Background: an optimization exercise with open tools, aiming at small area and a short achievable clock period. Do not read the settings as production practice. The RTL was checked by simulation tests, not by an equivalence proof against the original design.

### flow/design.v
module lmk_crc (
    input  wire        clk,
    input  wire        rst,         
    input  wire        wr_valid,
    input  wire [2:0]  wr_sel,      
    input  wire [2:0]  wr_size,     
    input  wire [63:0] wr_data,
    output wire [31:0] ctl_rd,
    output wire [31:0] run_lo,
    output wire [31:0] run_hi
);
    reg  [1:0]     alg;
    reg  [3:0]     data_bytes;
    reg  [3:0]     fold_bytes;
    reg  [63:0]    y;           
    reg  [2-1:0] p;           
    reg  [31:0]    hi_held;
    reg            hi_pending;
    wire a0 = (alg == 2'd0);
    wire a1 = (alg == 2'd1);
    function [31:0] rev32(input [31:0] v);
        integer k;
        for (k = 0; k < 32; k = k + 1) rev32[k] = v[31-k];
    endfunction
    function [63:0] h1_8(input [63:0] y, input a0);
        reg [29:0] t;
        begin
            t[0] = y[2] ^ y[3];
            t[1] = y[0] ^ y[7];
            t[2] = y[1] ^ y[5];
            t[3] = y[4] ^ y[6];
            t[4] = y[1] ^ y[7];
            t[5] = y[3] ^ y[4];
            t[6] = y[2] ^ y[4];
            t[7] = y[0] ^ t[0];
            t[8] = y[5] ^ y[6];
            t[9] = y[7] ^ t[0];
            t[10] = y[1] ^ y[3];
            t[11] = y[2] ^ y[6];
            t[12] = y[0] ^ y[1];
            t[13] = y[2] ^ t[3];
            t[14] = y[0] ^ y[5];
            t[15] = t[2] ^ t[7];
            t[16] = y[3] ^ t[1];
            t[17] = y[3] ^ y[5];
            t[18] = y[0] ^ y[6];
            t[19] = y[4] ^ t[1];
            t[20] = y[6] ^ t[2];
            t[21] = y[5] ^ t[13];
            t[22] = y[6] ^ t[4];
            t[23] = y[7] ^ t[6];
            t[24] = y[0] ^ t[3];
            t[25] = t[1] ^ t[5];
            t[26] = y[2] ^ y[7];
            t[27] = y[2] ^ t[1];
            t[28] = t[3] ^ t[9];
            t[29] = y[1] ^ t[3];
            h1_8[0] = y[8] ^ (t[6] ^ t[12]) ^ (a0 ? (y[3]) : (y[6]));
            h1_8[1] = y[9] ^ (t[15]) ^ (a0 ? (y[4]) : (y[7]));
            h1_8[2] = y[10] ^ (y[3]) ^ (a0 ? (t[2] ^ t[13]) : (y[0]));
            h1_8[3] = y[11] ^ (y[4]) ^ (a0 ? (t[8] ^ t[9]) : (t[12]));
            h1_8[4] = y[12] ^ (y[2] ^ t[2]) ^ (a0 & (y[6] ^ y[7]));
            h1_8[5] = y[13] ^ (y[6]) ^ (a0 ? (y[4] ^ t[4]) : (t[7]));
            h1_8[6] = y[14] ^ (t[4] ^ t[5]) ^ (a0 ? (y[5]) : (y[0]));
            h1_8[7] = y[15] ^ (t[8]) ^ (a0 & (t[10]));
            h1_8[8] = y[16] ^ (y[6] ^ t[1]) ^ (a0 & (t[6]));
            h1_8[9] = y[17] ^ (t[1] ^ t[6]) ^ (a0 ? (y[5]) : (y[6]));
            h1_8[10] = y[18] ^ (t[21]) ^ (~a0 & (t[16]));
            h1_8[11] = y[19] ^ (y[7] ^ t[17]) ^ (a0 ? (y[6]) : (y[0] ^ y[2]));
            h1_8[12] = y[20] ^ (t[0]) ^ (a0 ? (t[22]) : (y[0]));
            h1_8[13] = y[21] ^ (y[1]) ^ (a0 ? (y[7]) : (t[5]));
            h1_8[14] = y[22] ^ (y[4]) ^ (a0 ? (t[10]) : (y[2] ^ t[14]));
            h1_8[15] = y[23] ^ (y[5]) ^ (a0 ? (y[0] ^ t[6]) : (y[6] ^ t[10]));
            h1_8[16] = y[24] ^ (t[18]) ^ (a0 ? (y[3] ^ t[2]) : (t[23]));
            h1_8[17] = y[25] ^ (t[1] ^ t[13]) ^ (a0 ? (y[1]) : (t[17]));
            h1_8[18] = y[26] ^ (y[5] ^ y[7]) ^ (a0 ? (y[4]) : (t[7]));
            h1_8[19] = y[27] ^ (t[0]) ^ (a0 & (t[2] ^ t[24]));
            h1_8[20] = y[28] ^ (t[5]) ^ (a0 & (y[7] ^ t[2] ^ t[11]));
            h1_8[21] = y[29] ^ (t[14]) ^ (a0 ? (t[22]) : (y[4]));
            h1_8[22] = y[30] ^ (y[6]) ^ (a0 ? (t[25]) : (t[2]));
            h1_8[23] = y[31] ^ (t[26]) ^ (a0 ? (t[17]) : (t[18]));
            h1_8[24] = y[32] ^ (t[11]) ^ (a0 ? (y[1]) : (t[25]));
            h1_8[25] = y[33] ^ (t[0] ^ t[1]) ^ (~a0 & (t[8]));
            h1_8[26] = y[34] ^ (y[2]) ^ (~a0 & (y[3] ^ y[7]));
            h1_8[27] = y[35] ^ (y[3]) ^ (~a0 & (y[1] ^ t[11]));
            h1_8[28] = y[36] ^ (y[4]) ^ (a0 ? (y[0]) : (t[9]));
            h1_8[29] = y[37] ^ (t[2]) ^ (a0 ? (y[0]) : (y[6] ^ t[0]));
            h1_8[30] = y[38] ^ (t[11]) ^ (a0 ? (t[12]) : (y[7] ^ t[5]));
            h1_8[31] = y[39] ^ (t[0] ^ t[4]) ^ (a0 ? (y[0]) : (t[8]));
            h1_8[32] = y[40] ^ (~a0 & (y[3] ^ t[4]));
            h1_8[33] = y[41] ^ (~a0 & (y[6] ^ t[12]));
            h1_8[34] = y[42] ^ (~a0 & (y[1] ^ t[27]));
            h1_8[35] = y[43] ^ (~a0 & (y[3] ^ t[24]));
            h1_8[36] = y[44] ^ (~a0 & (t[2] ^ t[19]));
            h1_8[37] = y[45] ^ (~a0 & (y[4] ^ t[14]));
            h1_8[38] = y[46] ^ (~a0 & (t[20]));
            h1_8[39] = y[47] ^ (~a0 & (t[1] ^ t[11]));
            h1_8[40] = y[48] ^ (~a0 & (t[28]));
            h1_8[41] = y[49] ^ (~a0 & (t[9] ^ t[20]));
            h1_8[42] = y[50] ^ (~a0 & (t[1] ^ t[10]));
            h1_8[43] = y[51] ^ (~a0 & (t[18]));
            h1_8[44] = y[52] ^ (~a0 & (t[4]));
            h1_8[45] = y[53] ^ (~a0 & (t[29]));
            h1_8[46] = y[54] ^ (~a0 & (y[5] ^ t[27]));
            h1_8[47] = y[55] ^ (~a0 & (y[4] ^ t[0]));
            h1_8[48] = y[56] ^ (~a0 & (y[5] ^ t[5]));
            h1_8[49] = y[57] ^ (~a0 & (t[3] ^ t[14]));
            h1_8[50] = y[58] ^ (~a0 & (t[1] ^ t[20]));
            h1_8[51] = y[59] ^ (~a0 & (t[19]));
            h1_8[52] = y[60] ^ (~a0 & (t[21]));
            h1_8[53] = y[61] ^ (~a0 & (t[8] ^ t[16]));
            h1_8[54] = y[62] ^ (~a0 & (t[26]));
            h1_8[55] = y[63] ^ (~a0 & (t[0] ^ t[29]));
            h1_8[56] = (~a0 & (y[5] ^ t[0] ^ t[19]));
            h1_8[57] = (~a0 & (y[5] ^ t[7]));
            h1_8[58] = (~a0 & (t[3] ^ t[10]));
            h1_8[59] = (~a0 & (y[5] ^ t[23]));
            h1_8[60] = (~a0 & (y[4] ^ t[15]));
            h1_8[61] = (~a0 & (t[3] ^ t[15]));
            h1_8[62] = (~a0 & (t[2] ^ t[28]));
            h1_8[63] = (~a0 & (t[2] ^ t[16]));
        end
    endfunction
    function [63:0] h1_32(input [63:0] y, input a0);
        reg [155:0] t;
        begin
            t[0] = y[7] ^ y[27];
            t[1] = y[1] ^ y[14];
            t[2] = y[0] ^ y[13];
            t[3] = y[2] ^ y[15];
            t[4] = y[12] ^ y[24];
            t[5] = y[10] ^ y[28];
            t[6] = y[21] ^ y[23];
            t[7] = y[3] ^ y[31];
            t[8] = y[19] ^ y[30];
            t[9] = y[8] ^ y[17];
            t[10] = y[18] ^ y[22];
            t[11] = y[9] ^ y[26];
            t[12] = y[11] ^ y[25];
            t[13] = y[5] ^ y[20];
            t[14] = y[29] ^ t[0];
            t[15] = y[4] ^ y[6];
            t[16] = y[16] ^ t[6];
            t[17] = y[16] ^ y[23];
            t[18] = y[25] ^ y[30];
            t[19] = y[29] ^ t[2];
            t[20] = t[1] ^ t[4];
            t[21] = y[13] ^ y[20];
            t[22] = y[4] ^ t[8];
            t[23] = y[18] ^ y[26];
            t[24] = y[1] ^ y[11];
            t[25] = y[15] ^ y[22];
            t[26] = y[3] ^ y[6];
            t[27] = t[5] ^ t[9];
            t[28] = y[8] ^ y[14];
            t[29] = t[3] ^ t[10];
            t[30] = y[26] ^ y[28];
            t[31] = y[0] ^ y[10];
            t[32] = y[19] ^ y[24];
            t[33] = y[9] ^ y[12];
            t[34] = y[2] ^ y[17];
            t[35] = t[7] ^ t[11];
            t[36] = y[5] ^ y[9];
            t[37] = y[16] ^ y[21];
            t[38] = y[22] ^ t[12];
            t[39] = y[16] ^ y[31];
            t[40] = y[6] ^ y[21];
            t[41] = y[10] ^ t[10];
            t[42] = y[20] ^ t[2];
            t[43] = y[7] ^ t[3];
            t[44] = y[0] ^ y[27];
            t[45] = y[8] ^ t[5];
            t[46] = y[7] ^ y[24];
            t[47] = y[5] ^ t[14];
            t[48] = y[14] ^ y[31];
            t[49] = y[11] ^ t[0];
            t[50] = y[29] ^ t[9];
            t[51] = y[2] ^ y[23];
            t[52] = y[18] ^ y[29];
            t[53] = y[1] ^ t[15];
            t[54] = y[8] ^ y[23];
            t[55] = y[14] ^ y[30];
            t[56] = y[6] ^ y[15];
            t[57] = y[30] ^ t[1];
            t[58] = y[27] ^ t[3];
            t[59] = t[1] ^ t[13];
            t[60] = y[25] ^ t[47];
            t[61] = y[9] ^ y[19];
            t[62] = y[20] ^ t[6];
            t[63] = y[0] ^ y[12];
            t[64] = y[18] ^ t[14];
            t[65] = y[20] ^ y[24];
            t[66] = y[3] ^ y[7];
            t[67] = y[13] ^ y[27];
            t[68] = t[7] ^ t[12];
            t[69] = y[16] ^ y[17];
            t[70] = y[11] ^ t[8];
            t[71] = y[7] ^ y[13];
            t[72] = t[4] ^ t[43];
            t[73] = y[10] ^ y[18];
            t[74] = y[2] ^ t[7];
            t[75] = y[11] ^ y[27];
            t[76] = y[4] ^ y[12];
            t[77] = y[19] ^ y[28];
            t[78] = y[14] ^ t[16];
            t[79] = y[1] ^ t[13];
            t[80] = y[6] ^ t[16];
            t[81] = y[3] ^ y[4];
            t[82] = y[2] ^ t[2];
            t[83] = y[24] ^ t[11];
            t[84] = y[10] ^ t[1];
            t[85] = y[19] ^ t[20];
            t[86] = y[9] ^ t[19];
            t[87] = y[17] ^ t[7];
            t[88] = t[12] ^ t[17];
            t[89] = t[30] ^ t[46];
            t[90] = y[26] ^ t[9];
            t[91] = t[4] ^ t[60];
            t[92] = t[3] ^ t[5];
            t[93] = t[37] ^ t[92];
            t[94] = y[4] ^ t[49];
            t[95] = y[9] ^ y[16];
            t[96] = t[10] ^ t[50];
            t[97] = y[15] ^ t[31];
            t[98] = y[5] ^ t[27];
            t[99] = y[23] ^ t[11];
            t[100] = t[37] ^ t[38];
            t[101] = y[10] ^ t[39];
            t[102] = y[17] ^ y[22];
            t[103] = t[24] ^ t[33];
            t[104] = y[0] ^ t[9];
            t[105] = y[25] ^ t[15];
            t[106] = y[26] ^ t[41];
            t[107] = y[27] ^ t[34];
            t[108] = y[8] ^ y[21];
            t[109] = t[8] ^ t[21];
            t[110] = y[3] ^ y[28];
            t[111] = t[25] ^ t[35];
            t[112] = t[32] ^ t[40];
            t[113] = y[11] ^ t[54];
            t[114] = y[5] ^ y[26];
            t[115] = y[29] ^ y[30];
            t[116] = y[6] ^ y[11];
            t[117] = y[24] ^ t[74];
            t[118] = y[13] ^ y[31];
            t[119] = y[3] ^ t[32];
            t[120] = y[21] ^ t[10];
            t[121] = t[11] ^ t[56];
            t[122] = y[5] ^ y[31];
            t[123] = t[18] ^ t[76];
            t[124] = y[12] ^ t[6];
            t[125] = y[17] ^ t[12];
            t[126] = y[16] ^ t[0];
            t[127] = y[19] ^ y[25];
            t[128] = t[0] ^ t[6];
            t[129] = t[18] ^ t[33];
            t[130] = y[17] ^ t[65];
            t[131] = y[8] ^ t[6];
            t[132] = y[25] ^ t[36];
            t[133] = y[13] ^ t[5];
            t[134] = y[9] ^ y[25];
            t[135] = y[0] ^ t[25];
            t[136] = y[14] ^ y[29];
            t[137] = y[29] ^ t[18];
            t[138] = y[8] ^ t[24];
            t[139] = y[26] ^ y[31];
            t[140] = t[1] ^ t[80];
            t[141] = t[13] ^ t[22];
            t[142] = y[22] ^ t[82];
            t[143] = y[20] ^ y[21];
            t[144] = t[24] ^ t[31];
            t[145] = y[2] ^ t[4];
            t[146] = y[29] ^ t[21];
            t[147] = y[5] ^ t[2];
            t[148] = t[20] ^ t[44];
            t[149] = t[22] ^ t[29];
            t[150] = y[13] ^ t[16];
            t[151] = t[27] ^ t[49];
            t[152] = t[17] ^ t[45];
            t[153] = y[0] ^ t[45];
            t[154] = t[12] ^ t[57];
            t[155] = t[26] ^ t[83];
            h1_32[0] = y[32] ^ (t[15] ^ t[88] ^ t[89]) ^ (a0 ? (y[9] ^ t[58] ^ t[59]) : (y[8] ^ y[13] ^ y[18] ^ t[8]));
            h1_32[1] = y[33] ^ (t[90] ^ t[91]) ^ (a0 ? (t[26] ^ t[93]) : (y[20] ^ t[48] ^ t[61]));
            h1_32[2] = y[34] ^ (t[94] ^ t[95]) ^ (a0 ? (y[13] ^ t[18] ^ t[26] ^ t[30] ^ t[96]) : (t[32] ^ t[62] ^ t[97]));
            h1_32[3] = y[35] ^ (t[63] ^ t[98]) ^ (a0 ? (t[22] ^ t[48] ^ t[64] ^ t[99]) : (y[1] ^ t[65] ^ t[100]));
            h1_32[4] = y[36] ^ (y[25] ^ t[19] ^ t[23] ^ t[51]) ^ (a0 ? (y[7] ^ t[22] ^ t[28] ^ t[101]) : (t[40] ^ t[102] ^ t[103]));
            h1_32[5] = y[37] ^ (t[8] ^ t[51] ^ t[66]) ^ (a0 ? (y[28] ^ t[39] ^ t[104] ^ t[105]) : (t[20] ^ t[67] ^ t[106]));
            h1_32[6] = y[38] ^ (y[23] ^ y[28] ^ t[28] ^ t[58] ^ t[68]) ^ (a0 ? (y[6] ^ t[52] ^ t[69]) : (y[4] ^ t[32] ^ t[42]));
            h1_32[7] = y[39] ^ (y[23] ^ t[26] ^ t[52] ^ t[59] ^ t[63] ^ t[70]) ^ (a0 ? (y[25] ^ t[107]) : (y[9] ^ y[15] ^ t[71] ^ t[108]));
            h1_32[8] = y[40] ^ (y[21] ^ y[31] ^ t[53] ^ t[72] ^ t[109]) ^ (a0 ? (t[23] ^ t[110]) : (y[22] ^ t[28] ^ t[31] ^ t[95]));
            h1_32[9] = y[41] ^ (y[1] ^ y[28] ^ t[111] ^ t[112]) ^ (a0 ? (t[19] ^ t[113]) : (y[4] ^ t[13] ^ t[34] ^ t[55] ^ t[73]));
            h1_32[10] = y[42] ^ (t[5] ^ t[25] ^ t[114] ^ t[115]) ^ (a0 ? (y[12] ^ t[116]) : (y[27] ^ t[21] ^ t[108] ^ t[117]));
            h1_32[11] = y[43] ^ (t[14] ^ t[118]) ^ (a0 ? (y[30] ^ t[17] ^ t[63] ^ t[116]) : (t[11] ^ t[28] ^ t[119] ^ t[120]));
            h1_32[12] = y[44] ^ (y[16] ^ t[21] ^ t[75] ^ t[121]) ^ (a0 ? (t[9] ^ t[51] ^ t[122] ^ t[123]) : (y[14] ^ t[41] ^ t[46]));
            h1_32[13] = y[45] ^ (t[97] ^ t[124] ^ t[125]) ^ (a0 ? (y[1] ^ y[4] ^ y[18] ^ t[21] ^ t[74]) : (t[28] ^ t[77] ^ t[126]));
            h1_32[14] = y[46] ^ (y[15] ^ y[28] ^ t[10] ^ t[21] ^ t[33]) ^ (a0 ? (t[26] ^ t[127] ^ t[128]) : (y[16] ^ y[24] ^ y[26] ^ t[24] ^ t[50]));
            h1_32[15] = y[47] ^ (y[10] ^ y[19] ^ t[19] ^ t[78]) ^ (a0 ? (y[4] ^ y[8] ^ y[20] ^ y[22] ^ t[89]) : (y[18] ^ t[107] ^ t[129]));
            h1_32[16] = y[48] ^ (y[11] ^ t[25] ^ t[57] ^ t[130]) ^ (a0 ? (y[29] ^ t[44] ^ t[131] ^ t[132]) : (y[19] ^ t[7] ^ t[23] ^ t[133]));
            h1_32[17] = y[49] ^ (y[30] ^ y[31] ^ t[3] ^ t[4] ^ t[30] ^ t[40]) ^ (a0 ? (y[1] ^ t[17] ^ t[41] ^ t[134]) : (t[14] ^ t[21] ^ t[28]));
            h1_32[18] = y[50] ^ (t[7] ^ t[15] ^ t[61] ^ t[135] ^ t[136]) ^ (a0 ? (y[17] ^ t[79] ^ t[133]) : (y[24] ^ t[6] ^ t[23] ^ t[75]));
            h1_32[19] = y[51] ^ (y[10] ^ y[27] ^ t[23]) ^ (a0 ? (y[9] ^ y[21] ^ y[24] ^ y[28] ^ t[137]) : (y[6] ^ y[12] ^ t[2] ^ t[13] ^ t[25] ^ t[138]));
            h1_32[20] = y[52] ^ (t[75] ^ t[77]) ^ (a0 ? (y[10] ^ y[22] ^ t[137] ^ t[139]) : (y[2] ^ t[33] ^ t[71] ^ t[140]));
            h1_32[21] = y[53] ^ (t[72] ^ t[136]) ^ (a0 ? (t[18] ^ t[36] ^ t[39] ^ t[53]) : (y[3] ^ y[22] ^ t[27] ^ t[42]));
            h1_32[22] = y[54] ^ (y[9] ^ y[13] ^ t[57] ^ t[81] ^ t[113]) ^ (a0 ? (y[31] ^ t[5] ^ t[44] ^ t[130]) : (y[15] ^ y[25] ^ t[37] ^ t[52]));
            h1_32[23] = y[55] ^ (y[12] ^ y[26] ^ t[101]) ^ (a0 ? (y[6] ^ t[62] ^ t[64]) : (y[14] ^ y[24] ^ t[3] ^ t[22] ^ t[36] ^ t[102]));
            h1_32[24] = y[56] ^ (y[15] ^ t[90] ^ t[141]) ^ (a0 ? (t[134] ^ t[140] ^ t[142]) : (y[24] ^ t[0] ^ t[5] ^ t[7]));
            h1_32[25] = y[57] ^ (y[31] ^ t[13] ^ t[83] ^ t[128]) ^ (a0 ? (t[26] ^ t[29] ^ t[69] ^ t[84]) : (t[8] ^ t[19]));
            h1_32[26] = y[58] ^ (y[19] ^ t[1] ^ t[106] ^ t[143]) ^ (a0 ? (y[3] ^ t[36] ^ t[104]) : (t[17] ^ t[94] ^ t[118]));
            h1_32[27] = y[59] ^ (y[27] ^ t[15] ^ t[29] ^ t[143]) ^ (a0 ? (y[23] ^ t[61] ^ t[144]) : (y[12] ^ y[14] ^ t[18] ^ t[69] ^ t[71] ^ t[114]));
            h1_32[28] = y[60] ^ (y[5] ^ y[22] ^ t[16] ^ t[66] ^ t[77]) ^ (a0 ? (y[20] ^ t[144] ^ t[145]) : (t[9] ^ t[23] ^ t[48] ^ t[56] ^ t[67]));
            h1_32[29] = y[61] ^ (y[17] ^ t[38] ^ t[146]) ^ (a0 ? (y[3] ^ t[53] ^ t[131] ^ t[145]) : (y[15] ^ t[11] ^ t[44] ^ t[55]));
            h1_32[30] = y[62] ^ (t[23] ^ t[55] ^ t[124]) ^ (a0 ? (t[46] ^ t[81] ^ t[132] ^ t[142]) : (y[1] ^ y[15] ^ y[27] ^ t[5] ^ t[39]));
            h1_32[31] = y[63] ^ (y[27] ^ t[25] ^ t[54] ^ t[105] ^ t[139]) ^ (a0 ? (t[84] ^ t[119] ^ t[147]) : (y[7] ^ y[30] ^ t[34] ^ t[52]));
            h1_32[32] = (~a0 & (t[15] ^ t[36] ^ t[67] ^ t[68]));
            h1_32[33] = (~a0 & (t[4] ^ t[8] ^ t[28] ^ t[73] ^ t[88] ^ t[147]));
            h1_32[34] = (~a0 & (y[31] ^ t[42] ^ t[85] ^ t[121] ^ t[125]));
            h1_32[35] = (~a0 & (t[3] ^ t[15] ^ t[45] ^ t[62] ^ t[70] ^ t[148]));
            h1_32[36] = (~a0 & (y[28] ^ t[7] ^ t[72] ^ t[79] ^ t[86] ^ t[100]));
            h1_32[37] = (~a0 & (y[11] ^ y[29] ^ t[5] ^ t[34] ^ t[66] ^ t[85] ^ t[120]));
            h1_32[38] = (~a0 & (y[3] ^ y[12] ^ y[20] ^ t[12] ^ t[19] ^ t[54] ^ t[149]));
            h1_32[39] = (~a0 & (t[20] ^ t[35] ^ t[141] ^ t[150]));
            h1_32[40] = (~a0 & (y[26] ^ t[8] ^ t[13] ^ t[16] ^ t[29] ^ t[48] ^ t[151]));
            h1_32[41] = (~a0 & (y[17] ^ y[21] ^ t[14] ^ t[42] ^ t[111] ^ t[123]));
            h1_32[42] = (~a0 & (t[0] ^ t[38] ^ t[84] ^ t[112] ^ t[122]));
            h1_32[43] = (~a0 & (y[16] ^ t[4] ^ t[42] ^ t[149]));
            h1_32[44] = (~a0 & (t[59] ^ t[87] ^ t[127] ^ t[150]));
            h1_32[45] = (~a0 & (y[28] ^ t[9] ^ t[38] ^ t[43] ^ t[78] ^ t[109]));
            h1_32[46] = (~a0 & (y[15] ^ y[20] ^ t[4] ^ t[35] ^ t[78] ^ t[96]));
            h1_32[47] = (~a0 & (t[11] ^ t[40] ^ t[135] ^ t[151]));
            h1_32[48] = (~a0 & (t[10] ^ t[14] ^ t[103] ^ t[152]));
            h1_32[49] = (~a0 & (t[4] ^ t[27] ^ t[51] ^ t[70] ^ t[86]));
            h1_32[50] = (~a0 & (y[20] ^ y[30] ^ t[20] ^ t[68] ^ t[73] ^ t[86]));
            h1_32[51] = (~a0 & (y[18] ^ y[31] ^ t[20] ^ t[43] ^ t[80] ^ t[153]));
            h1_32[52] = (~a0 & (y[17] ^ t[29] ^ t[53] ^ t[99] ^ t[110] ^ t[115]));
            h1_32[53] = (~a0 & (y[18] ^ t[17] ^ t[22] ^ t[31] ^ t[47] ^ t[117]));
            h1_32[54] = (~a0 & (y[7] ^ t[2] ^ t[17] ^ t[23] ^ t[79] ^ t[87]));
            h1_32[55] = (~a0 & (t[0] ^ t[2] ^ t[16] ^ t[30] ^ t[34] ^ t[154]));
            h1_32[56] = (~a0 & (t[7] ^ t[29] ^ t[30] ^ t[50] ^ t[148]));
            h1_32[57] = (~a0 & (t[3] ^ t[14] ^ t[138] ^ t[155]));
            h1_32[58] = (~a0 & (y[2] ^ t[81] ^ t[126] ^ t[129] ^ t[153]));
            h1_32[59] = (~a0 & (y[4] ^ t[19] ^ t[24] ^ t[35] ^ t[98]));
            h1_32[60] = (~a0 & (t[11] ^ t[60] ^ t[82] ^ t[85] ^ t[152]));
            h1_32[61] = (~a0 & (t[27] ^ t[58] ^ t[146] ^ t[154] ^ t[155]));
            h1_32[62] = (~a0 & (t[12] ^ t[35] ^ t[55] ^ t[64] ^ t[76] ^ t[93]));
            h1_32[63] = (~a0 & (y[23] ^ t[41] ^ t[56] ^ t[87] ^ t[91]));
        end
    endfunction
    function [63:0] h2_8(input [63:0] y, input a0);
        reg [29:0] t;
        begin
            t[0] = y[2] ^ y[3];
            t[1] = y[0] ^ y[7];
            t[2] = y[1] ^ y[5];
            t[3] = y[4] ^ y[6];
            t[4] = y[1] ^ y[7];
            t[5] = y[3] ^ y[4];
            t[6] = y[2] ^ y[4];
            t[7] = y[0] ^ t[0];
            t[8] = y[5] ^ y[6];
            t[9] = y[7] ^ t[0];
            t[10] = y[1] ^ y[3];
            t[11] = y[2] ^ y[6];
            t[12] = y[0] ^ y[1];
            t[13] = y[2] ^ t[3];
            t[14] = y[0] ^ y[5];
            t[15] = t[2] ^ t[7];
            t[16] = y[3] ^ t[1];
            t[17] = y[3] ^ y[5];
            t[18] = y[0] ^ y[6];
            t[19] = y[4] ^ t[1];
            t[20] = y[6] ^ t[2];
            t[21] = y[5] ^ t[13];
            t[22] = y[6] ^ t[4];
            t[23] = y[7] ^ t[6];
            t[24] = y[0] ^ t[3];
            t[25] = t[1] ^ t[5];
            t[26] = y[2] ^ y[7];
            t[27] = y[2] ^ t[1];
            t[28] = t[3] ^ t[9];
            t[29] = y[1] ^ t[3];
            h2_8[0] = y[8] ^ (t[6] ^ t[12]) ^ (a0 ? (y[3]) : (y[6]));
            h2_8[1] = y[9] ^ (t[15]) ^ (a0 ? (y[4]) : (y[7]));
            h2_8[2] = y[10] ^ (y[3]) ^ (a0 ? (t[2] ^ t[13]) : (y[0]));
            h2_8[3] = y[11] ^ (y[4]) ^ (a0 ? (t[8] ^ t[9]) : (t[12]));
            h2_8[4] = y[12] ^ (y[2] ^ t[2]) ^ (a0 & (y[6] ^ y[7]));
            h2_8[5] = y[13] ^ (y[6]) ^ (a0 ? (y[4] ^ t[4]) : (t[7]));
            h2_8[6] = y[14] ^ (t[4] ^ t[5]) ^ (a0 ? (y[5]) : (y[0]));
            h2_8[7] = y[15] ^ (t[8]) ^ (a0 & (t[10]));
            h2_8[8] = y[16] ^ (y[6] ^ t[1]) ^ (a0 & (t[6]));
            h2_8[9] = y[17] ^ (t[1] ^ t[6]) ^ (a0 ? (y[5]) : (y[6]));
            h2_8[10] = y[18] ^ (t[21]) ^ (~a0 & (t[16]));
            h2_8[11] = y[19] ^ (y[7] ^ t[17]) ^ (a0 ? (y[6]) : (y[0] ^ y[2]));
            h2_8[12] = y[20] ^ (t[0]) ^ (a0 ? (t[22]) : (y[0]));
            h2_8[13] = y[21] ^ (y[1]) ^ (a0 ? (y[7]) : (t[5]));
            h2_8[14] = y[22] ^ (y[4]) ^ (a0 ? (t[10]) : (y[2] ^ t[14]));
            h2_8[15] = y[23] ^ (y[5]) ^ (a0 ? (y[0] ^ t[6]) : (y[6] ^ t[10]));
            h2_8[16] = y[24] ^ (t[18]) ^ (a0 ? (y[3] ^ t[2]) : (t[23]));
            h2_8[17] = y[25] ^ (t[1] ^ t[13]) ^ (a0 ? (y[1]) : (t[17]));
            h2_8[18] = y[26] ^ (y[5] ^ y[7]) ^ (a0 ? (y[4]) : (t[7]));
            h2_8[19] = y[27] ^ (t[0]) ^ (a0 & (t[2] ^ t[24]));
            h2_8[20] = y[28] ^ (t[5]) ^ (a0 & (y[7] ^ t[2] ^ t[11]));
            h2_8[21] = y[29] ^ (t[14]) ^ (a0 ? (t[22]) : (y[4]));
            h2_8[22] = y[30] ^ (y[6]) ^ (a0 ? (t[25]) : (t[2]));
            h2_8[23] = y[31] ^ (t[26]) ^ (a0 ? (t[17]) : (t[18]));
            h2_8[24] = y[32] ^ (t[11]) ^ (a0 ? (y[1]) : (t[25]));
            h2_8[25] = y[33] ^ (t[0] ^ t[1]) ^ (~a0 & (t[8]));
            h2_8[26] = y[34] ^ (y[2]) ^ (~a0 & (y[3] ^ y[7]));
            h2_8[27] = y[35] ^ (y[3]) ^ (~a0 & (y[1] ^ t[11]));
            h2_8[28] = y[36] ^ (y[4]) ^ (a0 ? (y[0]) : (t[9]));
            h2_8[29] = y[37] ^ (t[2]) ^ (a0 ? (y[0]) : (y[6] ^ t[0]));
            h2_8[30] = y[38] ^ (t[11]) ^ (a0 ? (t[12]) : (y[7] ^ t[5]));
            h2_8[31] = y[39] ^ (t[0] ^ t[4]) ^ (a0 ? (y[0]) : (t[8]));
            h2_8[32] = y[40] ^ (~a0 & (y[3] ^ t[4]));
            h2_8[33] = y[41] ^ (~a0 & (y[6] ^ t[12]));
            h2_8[34] = y[42] ^ (~a0 & (y[1] ^ t[27]));
            h2_8[35] = y[43] ^ (~a0 & (y[3] ^ t[24]));
            h2_8[36] = y[44] ^ (~a0 & (t[2] ^ t[19]));
            h2_8[37] = y[45] ^ (~a0 & (y[4] ^ t[14]));
            h2_8[38] = y[46] ^ (~a0 & (t[20]));
            h2_8[39] = y[47] ^ (~a0 & (t[1] ^ t[11]));
            h2_8[40] = y[48] ^ (~a0 & (t[28]));
            h2_8[41] = y[49] ^ (~a0 & (t[9] ^ t[20]));
            h2_8[42] = y[50] ^ (~a0 & (t[1] ^ t[10]));
            h2_8[43] = y[51] ^ (~a0 & (t[18]));
            h2_8[44] = y[52] ^ (~a0 & (t[4]));
            h2_8[45] = y[53] ^ (~a0 & (t[29]));
            h2_8[46] = y[54] ^ (~a0 & (y[5] ^ t[27]));
            h2_8[47] = y[55] ^ (~a0 & (y[4] ^ t[0]));
            h2_8[48] = y[56] ^ (~a0 & (y[5] ^ t[5]));
            h2_8[49] = y[57] ^ (~a0 & (t[3] ^ t[14]));
            h2_8[50] = y[58] ^ (~a0 & (t[1] ^ t[20]));
            h2_8[51] = y[59] ^ (~a0 & (t[19]));
            h2_8[52] = y[60] ^ (~a0 & (t[21]));
            h2_8[53] = y[61] ^ (~a0 & (t[8] ^ t[16]));
            h2_8[54] = y[62] ^ (~a0 & (t[26]));
            h2_8[55] = y[63] ^ (~a0 & (t[0] ^ t[29]));
            h2_8[56] = (~a0 & (y[5] ^ t[0] ^ t[19]));
            h2_8[57] = (~a0 & (y[5] ^ t[7]));
            h2_8[58] = (~a0 & (t[3] ^ t[10]));
            h2_8[59] = (~a0 & (y[5] ^ t[23]));
            h2_8[60] = (~a0 & (y[4] ^ t[15]));
            h2_8[61] = (~a0 & (t[3] ^ t[15]));
            h2_8[62] = (~a0 & (t[2] ^ t[28]));
            h2_8[63] = (~a0 & (t[2] ^ t[16]));
        end
    endfunction
    function [63:0] h2_16(input [63:0] y, input a0);
        reg [72:0] t;
        begin
            t[0] = y[5] ^ y[7];
            t[1] = y[10] ^ y[11];
            t[2] = y[3] ^ y[14];
            t[3] = y[2] ^ y[6];
            t[4] = y[4] ^ y[8];
            t[5] = y[0] ^ y[9];
            t[6] = y[1] ^ y[12];
            t[7] = y[13] ^ y[15];
            t[8] = y[1] ^ y[9];
            t[9] = y[8] ^ y[13];
            t[10] = y[0] ^ y[15];
            t[11] = y[11] ^ y[12];
            t[12] = y[10] ^ y[12];
            t[13] = y[7] ^ t[2];
            t[14] = y[5] ^ y[6];
            t[15] = y[3] ^ y[15];
            t[16] = y[2] ^ y[13];
            t[17] = y[9] ^ y[14];
            t[18] = y[10] ^ t[3];
            t[19] = t[0] ^ t[4];
            t[20] = y[2] ^ t[1];
            t[21] = y[14] ^ t[5];
            t[22] = t[1] ^ t[6];
            t[23] = y[4] ^ y[11];
            t[24] = y[8] ^ t[3];
            t[25] = y[0] ^ y[1];
            t[26] = y[1] ^ y[4];
            t[27] = y[7] ^ y[14];
            t[28] = y[9] ^ y[11];
            t[29] = y[4] ^ y[6];
            t[30] = y[7] ^ t[5];
            t[31] = y[8] ^ t[12];
            t[32] = t[1] ^ t[9];
            t[33] = y[5] ^ y[12];
            t[34] = y[7] ^ y[9];
            t[35] = t[2] ^ t[10];
            t[36] = y[11] ^ t[8];
            t[37] = y[5] ^ y[15];
            t[38] = y[2] ^ y[14];
            t[39] = y[3] ^ y[5];
            t[40] = y[0] ^ y[3];
            t[41] = y[4] ^ t[3];
            t[42] = y[8] ^ t[0];
            t[43] = t[0] ^ t[5];
            t[44] = y[0] ^ y[11];
            t[45] = y[13] ^ t[6];
            t[46] = t[18] ^ t[45];
            t[47] = t[7] ^ t[13];
            t[48] = t[4] ^ t[5];
            t[49] = t[14] ^ t[48];
            t[50] = y[15] ^ t[6];
            t[51] = y[15] ^ t[11];
            t[52] = t[2] ^ t[4];
            t[53] = y[2] ^ t[12];
            t[54] = t[14] ^ t[15];
            t[55] = y[7] ^ y[13];
            t[56] = y[6] ^ y[14];
            t[57] = y[11] ^ t[4];
            t[58] = t[18] ^ t[39];
            t[59] = y[4] ^ t[1];
            t[60] = t[0] ^ t[28];
            t[61] = t[0] ^ t[40];
            t[62] = y[6] ^ t[7];
            t[63] = t[6] ^ t[29];
            t[64] = y[10] ^ t[10];
            t[65] = y[6] ^ y[8];
            t[66] = y[15] ^ t[1];
            t[67] = y[2] ^ y[8];
            t[68] = t[6] ^ t[9];
            t[69] = t[0] ^ t[22];
            t[70] = y[0] ^ t[3];
            t[71] = t[4] ^ t[17];
            t[72] = t[7] ^ t[24];
            h2_16[0] = y[16] ^ (t[30] ^ t[31]) ^ (a0 ? (t[23]) : (y[2] ^ t[2]));
            h2_16[1] = y[17] ^ (t[8] ^ t[32]) ^ (a0 ? (y[0] ^ t[33]) : (y[4] ^ t[15]));
            h2_16[2] = y[18] ^ (t[44]) ^ (a0 ? (t[17] ^ t[46]) : (y[3] ^ t[19]));
            h2_16[3] = y[19] ^ (t[6]) ^ (a0 ? (t[20] ^ t[47]) : (t[49]));
            h2_16[4] = y[20] ^ (y[10] ^ t[16] ^ t[34]) ^ (a0 ? (t[35]) : (y[1] ^ t[14]));
            h2_16[5] = y[21] ^ (t[13]) ^ (a0 ? (t[5] ^ t[50]) : (t[1] ^ t[24]));
            h2_16[6] = y[22] ^ (t[34] ^ t[51]) ^ (a0 ? (t[16] ^ t[25]) : (y[3] ^ t[4]));
            h2_16[7] = y[23] ^ (y[4] ^ t[13] ^ t[16]) ^ (a0 ? (t[36]) : (y[5]));
            h2_16[8] = y[24] ^ (t[37] ^ t[52]) ^ (a0 ? (t[53]) : (y[0] ^ y[6]));
            h2_16[9] = y[25] ^ (t[31] ^ t[54]) ^ (a0 ? (t[55]) : (t[26] ^ t[38]));
            h2_16[10] = y[26] ^ (y[13] ^ t[12] ^ t[56]) ^ (~a0 & (t[37] ^ t[57]));
            h2_16[11] = y[27] ^ (y[11] ^ t[7]) ^ (a0 ? (y[0] ^ t[27]) : (y[8] ^ t[58]));
            h2_16[12] = y[28] ^ (y[0] ^ t[59]) ^ (a0 ? (y[15] ^ t[8] ^ t[27]) : (t[24]));
            h2_16[13] = y[29] ^ (t[0] ^ t[8]) ^ (a0 ? (y[2] ^ y[4] ^ y[15]) : (t[11] ^ t[40]));
            h2_16[14] = y[30] ^ (y[12] ^ t[41]) ^ (a0 ? (y[3] ^ t[60]) : (y[10] ^ t[9] ^ t[25]));
            h2_16[15] = y[31] ^ (y[13] ^ t[61]) ^ (a0 ? (y[6] ^ t[4] ^ t[12]) : (t[36] ^ t[38]));
            h2_16[16] = y[32] ^ (y[1] ^ t[4] ^ t[56]) ^ (a0 ? (y[13] ^ t[60]) : (t[15] ^ t[53]));
            h2_16[17] = y[33] ^ (y[14] ^ t[31] ^ t[37]) ^ (a0 ? (t[3] ^ t[30]) : (y[13] ^ t[23]));
            h2_16[18] = y[34] ^ (y[3] ^ t[62]) ^ (a0 ? (y[4] ^ t[6]) : (t[20] ^ t[42]));
            h2_16[19] = y[35] ^ (t[20]) ^ (a0 ? (t[9] ^ t[17] ^ t[33]) : (t[29]));
            h2_16[20] = y[36] ^ (y[3] ^ t[11]) ^ (a0 ? (y[10] ^ t[17] ^ t[62]) : (y[0] ^ t[0]));
            h2_16[21] = y[37] ^ (t[9]) ^ (a0 ? (y[15] ^ t[21]) : (t[63]));
            h2_16[22] = y[38] ^ (t[27]) ^ (a0 ? (t[50] ^ t[57]) : (y[5] ^ t[5] ^ t[16]));
            h2_16[23] = y[39] ^ (t[64]) ^ (a0 ? (t[0] ^ t[16] ^ t[23]) : (y[1] ^ t[2] ^ t[65]));
            h2_16[24] = y[40] ^ (y[10] ^ t[2] ^ t[26]) ^ (a0 ? (y[6] ^ t[43]) : (y[8] ^ t[51]));
            h2_16[25] = y[41] ^ (t[19] ^ t[66]) ^ (a0 ? (t[3] ^ t[25]) : (y[13] ^ t[2]));
            h2_16[26] = y[42] ^ (y[4] ^ t[58]) ^ (a0 ? (y[1]) : (y[7] ^ y[11] ^ t[10]));
            h2_16[27] = y[43] ^ (y[5] ^ t[3] ^ t[23]) ^ (a0 ? (y[3] ^ y[7]) : (y[1] ^ y[10] ^ t[21]));
            h2_16[28] = y[44] ^ (y[6] ^ y[12] ^ t[61]) ^ (a0 ? (t[4]) : (y[1] ^ y[15] ^ t[20]));
            h2_16[29] = y[45] ^ (y[13] ^ t[8] ^ t[29]) ^ (a0 ? (t[42]) : (y[14] ^ t[1]));
            h2_16[30] = y[46] ^ (y[10] ^ t[0] ^ t[38]) ^ (a0 ? (y[9] ^ t[65]) : (t[10] ^ t[11]));
            h2_16[31] = y[47] ^ (y[6] ^ t[34] ^ t[66]) ^ (a0 ? (y[3] ^ y[8]) : (y[1] ^ y[14] ^ t[16]));
            h2_16[32] = y[48] ^ (~a0 & (y[15] ^ t[28]));
            h2_16[33] = y[49] ^ (~a0 & (t[5] ^ t[13] ^ t[67]));
            h2_16[34] = y[50] ^ (~a0 & (y[10] ^ t[4] ^ t[8] ^ t[15]));
            h2_16[35] = y[51] ^ (~a0 & (t[2] ^ t[11] ^ t[19]));
            h2_16[36] = y[52] ^ (~a0 & (y[12] ^ t[7] ^ t[49]));
            h2_16[37] = y[53] ^ (~a0 & (t[3] ^ t[39] ^ t[68]));
            h2_16[38] = y[54] ^ (~a0 & (y[9] ^ y[13] ^ t[13] ^ t[41]));
            h2_16[39] = y[55] ^ (~a0 & (y[10] ^ t[19] ^ t[35]));
            h2_16[40] = y[56] ^ (~a0 & (t[35] ^ t[41] ^ t[69]));
            h2_16[41] = y[57] ^ (~a0 & (y[14] ^ t[7] ^ t[8] ^ t[14] ^ t[59]));
            h2_16[42] = y[58] ^ (~a0 & (y[8] ^ t[28] ^ t[54]));
            h2_16[43] = y[59] ^ (~a0 & (t[52] ^ t[70]));
            h2_16[44] = y[60] ^ (~a0 & (t[15] ^ t[26] ^ t[43]));
            h2_16[45] = y[61] ^ (~a0 & (t[2] ^ t[43] ^ t[63]));
            h2_16[46] = y[62] ^ (~a0 & (t[7] ^ t[18] ^ t[19] ^ t[25]));
            h2_16[47] = y[63] ^ (~a0 & (t[14] ^ t[22]));
            h2_16[48] = (~a0 & (t[11] ^ t[55] ^ t[70]));
            h2_16[49] = (~a0 & (t[13] ^ t[68]));
            h2_16[50] = (~a0 & (y[2] ^ t[7] ^ t[71]));
            h2_16[51] = (~a0 & (y[2] ^ y[12] ^ t[10] ^ t[42]));
            h2_16[52] = (~a0 & (t[27] ^ t[46]));
            h2_16[53] = (~a0 & (t[44] ^ t[47] ^ t[67]));
            h2_16[54] = (~a0 & (y[2] ^ y[7] ^ t[26] ^ t[64]));
            h2_16[55] = (~a0 & (t[21] ^ t[69]));
            h2_16[56] = (~a0 & (t[22] ^ t[72]));
            h2_16[57] = (~a0 & (t[32]));
            h2_16[58] = (~a0 & (t[11] ^ t[21]));
            h2_16[59] = (~a0 & (y[10] ^ t[6] ^ t[7]));
            h2_16[60] = (~a0 & (y[3] ^ y[12] ^ t[30] ^ t[32]));
            h2_16[61] = (~a0 & (y[13] ^ t[22] ^ t[71]));
            h2_16[62] = (~a0 & (t[7] ^ t[20] ^ t[21] ^ t[33]));
            h2_16[63] = (~a0 & (y[7] ^ t[36] ^ t[72]));
        end
    endfunction
    wire [63:0] r0 = y;
    wire [63:0] r1 = p[0] ? h2_8(r0, a0) : r0;
    wire [63:0] r2 = p[1] ? h2_16(r1, a0) : r1;
    wire [63:0] s = r2;
    assign ctl_rd = {20'd0, fold_bytes, data_bytes, 2'b00, alg};
    assign run_lo = a1 ? rev32(s[63:32]) : s[31:0];
    assign run_hi = a1 ? rev32(s[31:0]) : (a0 ? 32'd0 : s[63:32]);
    function [2:0] cnt_m1(input [3:0] f);
        cnt_m1 = (f == 4'd0 || f > 4'd8) ? 3'd7 : f[2:0] - 3'd1;
    endfunction
    function [7:0] therm(input [2:0] c);    
        integer k;
        for (k = 0; k < 8; k = k + 1) therm[k] = (k <= c);
    endfunction
    wire [2:0] m_db = cnt_m1(data_bytes);
    wire [2:0] m_fb = cnt_m1(fold_bytes);
    wire [7:0] t_db = therm(m_db);
    wire [7:0] t_fb = therm(m_fb);
    wire       size8  = (wr_size == 3'd7);
    wire       s_fold = (wr_sel == 3'd3);
    wire       s_data = (wr_sel == 3'd4);
    wire       s_port = (wr_sel == 3'd5);
    wire       proc   = (s_fold & size8) | s_data | s_port;
    wire [2:0] m_db4  = (!size8 && m_db[2]) ? 3'd3 : m_db;
    wire [2:0] m      = s_fold ? m_fb : s_data ? m_db4 : wr_size;    
    wire [7:0] t_port = therm(wr_size);
    wire [7:0] bmask  = ({8{s_fold}} & t_fb) |
                        ({8{s_data}} & t_db & {{4{size8}}, 4'hF}) |
                        ({8{s_port}} & t_port);
    reg [63:0] dx;
    integer b, t;
    always @(*) begin
        for (b = 0; b < 8; b = b + 1)
            for (t = 0; t < 8; t = t + 1)
                dx[8*b+t] = (b == 0 || bmask[b]) & (a1 ? wr_data[8*b+7-t] : wr_data[8*b+t]);
    end
    wire [63:0] x0 = {a0 ? 32'd0 : s[63:32], s[31:0]} ^ dx;
    wire [63:0] x1 = h1_8(x0, a0);
    wire [63:0] x2 = m[2] ? h1_32(x1, a0) : x1;
    wire [63:0] xn = x2;
    wire [1:0] new_alg = (wr_data[1:0] == 2'd3) ? alg : wr_data[1:0];
    wire       flip    = a1 ^ (new_alg == 2'd1);
    always @(posedge clk) begin
        if (rst) begin
            alg        <= 2'd0;
            data_bytes <= 4'd4;
            fold_bytes <= 4'd8;
            y          <= 64'h0000_0000_FFFF_FFFF;
            p          <= 0;
            hi_pending <= 1'b0;
        end else if (wr_valid) begin
            case (wr_sel)
                3'd0: begin
                    alg        <= new_alg;
                    data_bytes <= wr_data[7:4];
                    fold_bytes <= wr_data[11:8];
                    p          <= 0;
                    if (wr_data[12])
                        y <= (new_alg == 2'd0) ? 64'h0000_0000_FFFF_FFFF :
                             (new_alg == 2'd1) ? 64'd0 : 64'hFFFF_FFFF_FFFF_FFFF;
                    else if (flip)
                        y <= {rev32(s[31:0]), rev32(s[63:32])};
                    else
                        y <= s;
                end
                3'd1: begin
                    if (a0)
                        y <= {32'd0, wr_data[31:0]};
                    else if (a1)
                        y <= size8 ? {rev32(wr_data[31:0]), rev32(wr_data[63:32])}
                                   : {rev32(wr_data[31:0]), hi_pending ? rev32(hi_held) : s[31:0]};
                    else
                        y <= size8 ? wr_data : {hi_pending ? hi_held : s[63:32], wr_data[31:0]};
                    p          <= 0;
                    hi_pending <= 1'b0;
                end
                3'd2: begin
                    if (!a0)
                        hi_pending <= 1'b1;
                end
                default: begin
                    if (proc) begin
                        y <= xn;
                        p <= {m[1], m[0]};
                    end
                end
            endcase
        end
    end
    always @(posedge clk)
        if (!rst && wr_valid && wr_sel == 3'd2 && !a0)
            hi_held <= wr_data[31:0];
endmodule
### flow/flow/run.sh
#!/bin/bash
# Own layout flow: the standard ORFS flow (standard.sh, unchanged synthesis
# script synth_recipe.tcl) with three changes:
#  - ABC maps for area (flow/abc_area.script in place of ORFS's abc_speed.script);
#  - the resizer's timing repair aims for flow/setup_margin ns of setup slack,
#    so it sizes up the longest paths (the clock period and SDC are unchanged);
#  - every port still gets a buffer, but a sky130_fd_sc_hd__buf_2 rather than
#    the delay cell buffer_ports picks by default.
# Every tool's log stays under orfs/logs; make's own output goes to flow_make.log.
set -euo pipefail
here=$(pwd)
rm -rf scripts_mod
cp -r "$FLOW_HOME/scripts" scripts_mod
cp flow/abc_area.script scripts_mod/abc_speed.script
margin=$(cat flow/setup_margin 2>/dev/null || echo 19)
bash standard.sh SCRIPTS_DIR="$here/scripts_mod" SETUP_SLACK_MARGIN="$margin" \
    "BUFFER_PORTS_ARGS=-buffer_cell sky130_fd_sc_hd__buf_2" finish > flow_make.log 2>&1
### flow/flow/abc_area.script
strash
dch
map -a
topo
dnsize
### flow/flow/setup_margin
19
### flow/standard.sh
#!/bin/bash
# synth_recipe.tcl (not shown) runs the flow's synth.tcl, then flattens the netlist and writes it again
# the make line also repeats each setting of config.mk as NAME=value (left out here)
make -C /OpenROAD-flow-scripts/flow DESIGN_CONFIG=/design/flow/config.mk WORK_HOME=/design/flow/orfs CLKGATE_MAP_FILE= SYNTH_SCRIPT=/design/flow/synth_recipe.tcl "${@:-finish}"
### flow/config.mk
export PLATFORM = sky130hd
export DESIGN_NAME = lmk_crc
export DESIGN_NICKNAME = lmk_crc
export VERILOG_FILES = /design/flow/design.v
export SDC_FILE = /design/flow/constraint.sdc
export NUM_CORES = 4
export LEC_CHECK = 0
export CAP_MARGIN = 20
export CORE_MARGIN = 10
export CORE_UTILIZATION = 70
export SLEW_MARGIN = 20
### flow/constraint.sdc
create_clock -name core_clock -period 30.0 [get_ports {clk}]
set_input_delay 6.0000 -clock core_clock [delete_from_list [all_inputs] [get_ports {clk}]]
set_output_delay 6.0000 -clock core_clock [all_outputs]
set_load 0.01 [all_outputs]
==> results of run 1 <==
[metal layers]
layer | global-route usage (%) | overflow
met5 | 42.8 | 0
met4 | 69.8 | 48
met2 | 87.3 | 79
met1 | 72.9 | 4
met3 | 62.1 | 8
[stage by stage]
step	utilization [%]	std cells
floorplan	-	3846
global placement	76.7	4477
detailed placement	76.8	4477
CTS	79.5	4505
[kinds of logic after synthesis]
kind of cell               share of synthesized area [%]
and+or+nand+nor                                     19.2
AOI/OAI and AO/OA                                   26.4
xor gates and xnor gates                            38.0
buffers and inverters                               5.71
DFF                                                 10.5
adders and majority gates                          0.105
muxes                                             0.0889
other                                             0.0157
[repair_timing]
action / 4_1_cts
resized for setup: 122
buffers inserted: 12
pin swaps: 7
cloned: 0
endpoints found under the setup margin: 128
[worst max-delay path by stage]
stage | to | slack, ps | depth (start not counted)
after CTS | y[7] | 18930 | 25
after detailed placement | y[1] | 17190 | 26
after global placement | y[1] | 17550 | 26
after floorplan | run_lo[11] | 15260 | 21
[Yosys cell counts, types with 7 or more instances]
cell type and n:
nand3_1 32, nand2_1 799, o22ai_1 71, a31oi_1 33
xnor2_1 271, a22oi_1 8, a32oi_1 7, edfxtp_1 32
or2_2 53, a221oi_1 18, dfxtp_1 77, nor2_1 261
buf_4 22, xor2_1 766, o21ai_0 504, a21oi_1 435
a211oi_1 11, o32ai_1 15, nor3_1 14, clkinv_1 320
o211ai_1 46
==> run notes, run 1 <==
- GP Congestion: approximately 1.4
- Part of the Yosys area used for sequential elements: around a tenth
- Syn. warnings: 1
- Last reported worst endpoint of the global-route repair pass: y[46]$_SDFFE_PP0P_/D
- Hpwl dp: 94300 µm
- EDFF count, synth: 32
- Chip height: approximately 200 µm
- Clock Tree Buf Depth: 2
- Err: [ERROR GRT-0232] Routing congestion too high. Check the congestion heatmap in the GUI.
- Place WS: about 17000 ps
- Post-Synthesis Cells: roughly 3800
- Post-CTS Hold Buffers: 0
- Placed cell area: approximately 26000 µm²
- Share of the synthesized area in the top cell type: approximately 28%
- Async SR Flop Fraction: 0%
- Initial core utilization: approximately 71%
- Root buffer cell: clkbuf_16
- Mapped Avg Cell Area: 6.25 µm²
- CTS Sinks: around 110
- Num CTS Buffers: 9
- Cell area after synthesis: ~24000 µm²
- Synth area leader: xor2_1
- H-tree depth: 3
- Largest net degree at the start of global routing: roughly 120
- Status: did not finish
- Port Buffers: ~150
- Last stage: global routing
- WEP type: register input
- Number of synthesized register bits: ~110
- Top FF cell, synth: dfxtp_1
- I/O pin cnt: about 170
- Total grt overflow: between 100 and 150
- # rows: 67
- GRT Util Overall: 73.5%
- Synth area leaders: xor2_1, nand2_1, o21ai_0, xnor2_1, a21oi_1
- DIE WIDTH: a little over 200 µm
- Library cells used by synthesis: 39
==> run 2, diff against run 1 <==
--- a/flow/design.v
+++ b/flow/design.v
@@ -613,7 +613,6 @@
     wire [2:0] m_db4  = (!size8 && m_db[2]) ? 3'd3 : m_db;
-    wire [2:0] m      = s_fold ? m_fb : s_data ? m_db4 : wr_size;    
+    wire [2:0] m      = !wr_sel[2] ? m_fb : wr_sel[0] ? wr_size : m_db4;    
     wire [7:0] t_port = therm(wr_size);
-    wire [7:0] bmask  = ({8{s_fold}} & t_fb) |
-                        ({8{s_data}} & t_db & {{4{size8}}, 4'hF}) |
-                        ({8{s_port}} & t_port);
+    wire [7:0] t_dacc = t_db & {{4{size8}}, 4'hF};
+    wire [7:0] bmask  = !wr_sel[2] ? t_fb : wr_sel[0] ? t_port : t_dacc;
     reg [63:0] dx;
@@ -638,2 +637,3 @@
             p          <= 0;
+            hi_held    <= 32'd0;
             hi_pending <= 1'b0;
@@ -666,4 +666,6 @@
                 3'd2: begin
-                    if (!a0)
+                    if (!a0) begin
+                        hi_held    <= wr_data[31:0];
                         hi_pending <= 1'b1;
+                    end
                 end
@@ -678,5 +680,2 @@
     end
-    always @(posedge clk)
-        if (!rst && wr_valid && wr_sel == 3'd2 && !a0)
-            hi_held <= wr_data[31:0];
 endmodule
--- a/flow/config.mk
+++ b/flow/config.mk
@@ -9,3 +9,3 @@
 export CORE_MARGIN = 10
-export CORE_UTILIZATION = 70
+export CORE_UTILIZATION = 50
 export SLEW_MARGIN = 20
==> run 2 against run 1 <==
Against the previous run:
- the run now finishes clean
- area after synthesis increased by 0.14%
- synthesized cell count grew 3.0%
==> run notes, run 2 <==
- Clock transition at path regs: approximately 110 ps
- Crit path launch type: input pin
- Reg with most FFs: y
- Share of layout cells above drive strength 1: around 14%
- Library cells used by synthesis: 40 (+2.6%)
- Arrival time at the worst endpoint: about 11000 ps
- Commonest cells in the netlist: nand2_1, xor2_1, o21ai_0
- Element type at the critical path end: register
- Final setup violation count: 0
- Synth area leader: xor2_1
- Final Cell Area: roughly 28000 µm²
- H-tree depth: 3 (unchanged)
- Num CTS Buffers: 9 (unchanged)
- Mapped Avg Cell Area: 6.08 µm² (-2.7%)
- Syn. warnings: 1 (unchanged)
- DIE WIDTH: 239 µm (+17%)
- First-pass GRT wire length: between 200000 and 250000 µm
- Hold depth: 2
- Hold Crit Class: register to register
- Chip height: 239 µm (+17%)
- Slew @ Worst Pin: around 1500 ps
- Vias: ~32000
- Root buffer cell: clkbuf_16
- Fin crit share: 36.9%
- Area grow syn2layout: 18.4%
- Initial core utilization: 50.4% (-21 points)
- Via density: approximately 6.6
- GP Congestion: 1.15 (-18%)
- Final wirelength: 149000 µm
- Top FF cell, synth: dfxtp_1
- Hpwl dp: 112000 µm (+18%)
- Worst path buffer plus inverter count: 4
- Minimum clock period: roughly 11000 ps
- RSZ-0062 raised after global routing: true
- Reg2reg path depth: 39
- Final Instance Count excl. Fillers: between 4000 and 5000
- Core Util, Final: 59.6%
- Slew headroom: 3.00%
- Most frequent cell on the critical path: xor2_1
- Avg WL per Cell: between 30 and 40 µm
- Worst Min Path Start: fold_bytes[1]
- TritonCTS clock tree: yes
- Port Buffers: 146 (unchanged)
- # rows: 80 (+19%)
- CP max stage cell: xor2_4
- Clock latency on the worst-skew pair: 420 ps
- Post-CTS Hold Buffers: 0 (unchanged)
- Most frequent cells in the layout: xor2_1, nand2_1, o21ai_0, a21oi_1, nor2_1
- Number of synthesized register bits: 109 (unchanged)
- Reg2reg end: y[19]
- CP top delay family: XOR/XNOR gates
- Core area: around 48000 µm²
- CP startpoint: wr_sel[0]
- Antenna Violating Nets Remaining: 0
- I/O pin cnt: 169 (unchanged)
- Synth area leaders: xor2_1, nand2_1, o21ai_0, a21oi_1, dfxtp_1
- Final hold vios: 0
- Vias in the first global route: between 20000 and 30000
- Sequential Area: 2220 µm²
- Clock Tree Buf Depth: 2 (unchanged)
- Filler cells: 4808
- FMAX: 0.0904 GHz
- Commonest non-fill, non-tap cell in the layout: xor2_1
- Worst-path fanout max: 10
- Status: finished clean
- Die area: about 57000 µm²
- Part of the Yosys area used for sequential elements: 9.11% (-1.4 points)
- Cell area after synthesis: 23900 µm² (+0.14%)
- Placed cell area: 26300 µm² (+1.8%)
- Flop2flop setup slack: ~21000 ps
- CP required: 30290 ps
- Reg2reg start: y[0]
- GRT Util Overall: between 40% and 50%
- CTS Sinks: 109 (unchanged)
- Post-route DRC violation count: 0
- Max-cap violations: 0
- Total grt overflow: 0
- Cells along the critical path: buf_2 > clkinvlp_4 > nor4_1 > a31o_2 > o21ai_2 > clkinv_2 > nor3_1 > xor2_1 > xor2_1 > xor2_1 > or2_2 > nand2_2 > clkinv_1 > nor2_1 > nor2_2 > xor2_4 > xor2_1 > xor2_1 > xnor2_1 > xor2_1 > nand2_1 > a21oi_2 > o21ai_0
- Placed cells: 4784 (+6.9%)
- Initial DRC count: ~6200
- Number of flip-flops in the largest register: 64
- Pre-antenna DRT Iters: 13
- Largest net degree at the start of global routing: between 70 and 80
- Multi-input logic area: roughly 22000 µm²
- Initial antenna violation count: 8
- Max incr delay on CP: 510 ps
- Crit path kind: input pin to register
- EDFF count, synth: 0 (-100%)
- Max Slew Vio Count: 0
- Setup TNS: 0 ps
- Final Skew: about 31 ps
- Hold endpoint: fold_bytes[1]
- Largest regs: y (64), hi_held (32)
- Fin nets: 4313
- Async SR Flop Fraction: 0% (unchanged)
- Post-Synthesis Cells: 3938 (+3.0%)
- Share of the synthesized area in the top cell type: 28.1% (+0.035 points)
## run 2: cell count changes after synthesis, moves of 23 or more
cell,delta
a21oi_1,+23
dfxtp_1,+32
o211ai_1,-30
edfxtp_1,-32
nor2_1,+106
nand2_1,-31
xnor2_1,-23
o21ai_0,+61
## run 2: repair_timing
item | CTS | global route
endpoints found under the setup margin | 127 | 116
buffers inserted | 9 | 46
hold endpoints to repair | 0 | 0
cloned | 0 | 2
gates resized for setup | 138 | 135
pin swaps | 4 | 14
## run 2: logic make-up after synthesis
group / count (synthesis) / synth area share [%]
adders and majority gates: 2 / 0.104
muxes: 4 / 0.167
DFF: 109 / 9.11
xor gates and xnor gates: 1016 / 37.2
buffers and inverters: 340 / 5.67
AOI/OAI and AO/OA: 1220 / 27.4
other: 1 / 0.0157
and+or+nand+nor: 1246 / 20.4
## run 2: final cells by class
type | instances | share of cell area (%)
multi-input cells | 3510 | 76.8
flip-flops and latches | 109 | 7.82
repair buffers | 289 | 6.74
inverters | 318 | 4.74
well taps | 615 | 2.71
clock buffers | 9 | 0.795
clock inverters | 7 | 0.291
diodes | 9 | 0.0795
repair inverters | 1 | 0.0397
## run 2: how the worst max path moves through the flow
| stage | endpoint | slack [ps] | cells after the start |
|---|---|---|---|
| detailed placement | y[60] | 17100 | 29 |
| CTS | y[60] | 18920 | 31 |
| global placement | y[60] | 17230 | 29 |
| global route | run_hi[8] | 18900 | 23 |
| floorplan | run_lo[26] | 15640 | 20 |
| finish | y[15] | 18940 | 23 |
## run 2: layer usage
metal	wire (µm)	share of wire, %	GRT usage (%)
met1	50200	34	57.7
met2	57100	38	68.8
met3	25700	17	22.8
met4	16000	11	39.0
met5	52	0.035	0
## run 2: worst min-delay path, stage by stage (launching register included)
cell and delay [ps]:
dfxtp_1 320, clkinv_1 50, a21oi_1 50
## run 2: through the flow
stage / setup slack [ps] / hold slack (ps)
final: 18940 / 467
after CTS: 18920 / 469
after global routing: 18900 / 487
after floorplan: 15640 / 444
after detailed placement: 17100 / 454
after global placement: 17230 / 447
==> run 3, diff against run 2 <==
==> flow/flow/setup_margin (replaced) <==
19.5
==> run 3 against run 2 <==
Against the previous run:
- the layout now fails its checks (max-capacitance violations, max-slew violations)
- first-iteration DRC count rose by 14%
- non-clock buffer count rose by 111
- clock-buffer cell count rose by 1
- final area rose by 9.4%
- critical endpoint is now run_hi[16]
==> run notes, run 3 <==
- Hold Crit Class: register to register
- EDFF count, synth: 0 (unchanged)
- Num CTS Buffers: 9 (unchanged)
- Clock latency on the worst-skew pair: 420 ps (about the same)
- Minimum clock period: 10710 ps (-352 ps)
- TritonCTS clock tree: yes
- Commonest non-fill, non-tap cell in the layout: nand2_1
- Share of the synthesized area in the top cell type: 28.1% (unchanged)
- Slew headroom: -22.8% (-26 points)
- Total grt overflow: 0 (unchanged)
- Final setup violation count: 0 (unchanged)
- I/O pin cnt: 169 (unchanged)
- # rows: 80 (unchanged)
- Async SR Flop Fraction: 0% (unchanged)
- Synth area leaders: xor2_1, nand2_1, o21ai_0, a21oi_1, dfxtp_1
- Port Buffers: 146 (unchanged)
- Hpwl dp: 111000 µm (-1.0%)
- H-tree depth: 3 (unchanged)
- Top layer in use: met5
- Clock transition at path regs: 90 ps (-20 ps)
- Number of flip-flops in the largest register: 64 (unchanged)
- Largest regs: y (64), hi_held (32)
- Vias: 33305 (+4.0%)
- Reg2reg start: alg[1]
- Initial DRC count: 7067 (+14%)
- Final wirelength: 154000 µm (+3.6%)
- Largest net degree at the start of global routing: 86 (+16%)
- Antenna Violating Nets Remaining: 0 (unchanged)
- Syn. warnings: 1 (unchanged)
- GP Congestion: 1.17 (+1.8%)
- Final Skew: 17.5 ps (-14.0 ps)
- Worst Min Path Start: fold_bytes[1]
- Final Instance Count excl. Fillers: 4976 (+2.2%)
- Vias in the first global route: 28595 (+3.7%)
- Top FF cell, synth: dfxtp_1
- Post-CTS Hold Buffers: 0 (unchanged)
- Placed cells: 4788 (+0.084%)
- Avg WL per Cell: 31.0 µm (+1.3%)
- Arrival time at the worst endpoint: 4710 ps (-6640 ps)
- Element type at the critical path end: output port
- Crit path kind: register to output port
- Max Slew Vio Count: 6 (+6)
- Slew @ Worst Pin: 1820 ps (+369 ps)
- FMAX: 0.0934 GHz (+3.3%)
- Setup TNS: 0 ps (unchanged)
- Cell area after synthesis: 23900 µm² (unchanged)
- Mapped Avg Cell Area: 6.08 µm² (unchanged)
- DIE WIDTH: 239 µm (unchanged)
- Initial core utilization: 50.4% (unchanged)
- Chip height: 239 µm (unchanged)
- Synth area leader: xor2_1
- CTS Sinks: 109 (unchanged)
- Die area: 57000 µm² (unchanged)
- Initial antenna violation count: 15 (+7)
- Area grow syn2layout: 29.5%
- Met3 WL post-DR: 27100 µm (+5.4%)
- First-pass GRT wire length: 209000 µm (+2.4%)
- Core area: 47500 µm² (unchanged)
- Root buffer cell: clkbuf_16
- RSZ-0062 raised after global routing: true
- Part of the Yosys area used for sequential elements: 9.11% (unchanged)
- Status: finished with violations
- Post-route DRC violation count: 0 (unchanged)
- CP required: 24000 ps (-6290 ps)
- Most frequent cells in the layout: nand2_1, xor2_1, o21ai_0, a21oi_1, nor2_1
- Reg with most FFs: y
- Final hold vios: 0 (unchanged)
- Worst-path fanout max: 29 (+19)
- Share of layout cells above drive strength 1: 20.1% (+5.8 points)
- Routed wl met2: 58400 µm (+2.2%)
- Library cells used by synthesis: 40 (unchanged)
- Post-Synthesis Cells: 3938 (unchanged)
- Fin crit share: 35.7% (-1.2 points)
- Crit path launch type: register
- CP startpoint: alg[1]
- Pre-antenna DRT Iters: 13 (unchanged)
- Number of synthesized register bits: 109 (unchanged)
- GRT Util Overall: 50.6% (+1.1 points)
- Commonest cells in the netlist: nand2_1, xor2_1, o21ai_0
- Fin nets: 4424 (+2.6%)
- DRT met1 WL: 50400 µm (+0.33%)
- Clock Tree Buf Depth: 2 (unchanged)
- SO Viols: max-capacitance violations, max-slew violations
- Via density: 6.69 (+1.7%)
- Max-cap violations: 2 (+2)
[run 3: cell count changes in the layout (fill, tap and decap cells not counted), sizes merged]
cell / before / now
clkinv: 289 / 271
diode: 9 / 7
clkbuf: 10 / 13
inv: 15 / 22
bufinv: 1 / 0
bufbuf: 0 / 4
buf: 288 / 393
clkinvlp: 21 / 32
[run 3: worst paths after layout]
path	endpoint	slack (ps)	cells past startpoint
setup reg to reg	y[12]	21530	43
hold / removal	fold_bytes[1]	470	2
setup / recovery	run_hi[16]	19290	21
hold reg to reg	fold_bytes[1]	470	2
[run 3: cells by family (layout without fill, tap and decap cells)]
family	count (synthesis)	in the layout	share of synthesized area, %
other cells	1	29	0.0157
flops	109	109	9.11
simple gates	1246	1246	20.4
fa+ha+maj	2	2	0.104
mux	4	4	0.167
buf+inv	340	735	5.67
compound gates	1220	1220	27.4
xor+xnor	1016	1016	37.2
[run 3: what timing repair did]
| action | CTS | global route |
|---|---|---|
| pin swaps | 22 | 42 |
| endpoints found under the setup margin | 128 | 127 |
| setup buffers | 45 | 110 |
| resized for setup | 319 | 266 |
| gates cloned | 5 | 2 |
[run 3: final cells by class]
| type | count | area, µm² |
|---|---|---|
| Clock buffer | 10 | 229 |
| Inverter | 318 | 1470 |
| Multi-Input combinational cell | 3510 | 23100 |
| Sequential cell | 109 | 2210 |
| Antenna cell | 7 | 17.5 |
| Fill cell | 4512 | 16500 |
| Timing Repair inverter | 1 | 16.3 |
| Clock inverter | 6 | 60.1 |
| Tap cell | 615 | 769 |
| Timing Repair Buffer | 400 | 3120 |
[run 3: worst max-delay path, stage by stage (launching register included)]
cell and delay [ps]:
dfxtp_2 360, nor2_4 110, buf_12 180, buf_16 210, o21ai_0 150, a21oi_1 220, xnor2_1 140, nand2_1 110
nand2_4 320, clkinv_2 260, nand2_1 170, nand2_4 130, xor2_2 380, xnor2_1 220, nor2_1 70, a21oi_1 170
xnor2_1 150, nor2_1 90, a21oi_4 330, clkinv_1 150, o22ai_1 140, buf_2 160
[run 3: per-stage QoR]
step / hold slack [ps] / area [µm²] / setup slack (ps) / utilization [%]
CTS: 475 / 28500 / 19420 / 60.0
global route: 504 / 31000 / 19220 / 65.2
global placement: 450 / 26300 / 16930 / 55.3
detailed placement: 462 / 26300 / 16860 / 55.3
floorplan: 444 / 24200 / 15640 / -
finish: 469 / 31000 / 19290 / 65.2
[run 3: per-layer routing]
layer,vias to the layer above,global-route usage (%)
met2,3334,69.0
met4,18,43.1
met1,14906,58.3
li1,13912,-
met3,1135,24.1
met5,-,3.11

## static timing again, ports no longer ideal
No port has a modelled driver above. Below, the same layouts with a new extraction and two added sets of constraints. Step 1 sets driving cells, clkbuf_16 on the clock port and buf_2 on the other inputs (assumed; they add their load-dependent delay and slew). Step 2 also shifts input and output timing later by t, the mid clock arrival at the registers, as if the neighbouring blocks saw the same clock. Three values: no drivers, after step 1, after step 2; two values: the first two.
| run | shift t [ns] | slack for setup (ns) | slew at the worst register clock pin (ns) |
|---|---|---|---|
| run 2 | 0.465 | 18.938 / 18.973 / 18.508 | 0.11 / 0.11 |
| run 3 | 0.469 | 19.290 / 19.234 / 19.038 | 0.10 / 0.10 |
For run 2, which loses most, drivers alone change the setup slack by +0.035 ns; drivers and shift together by -0.430 ns.
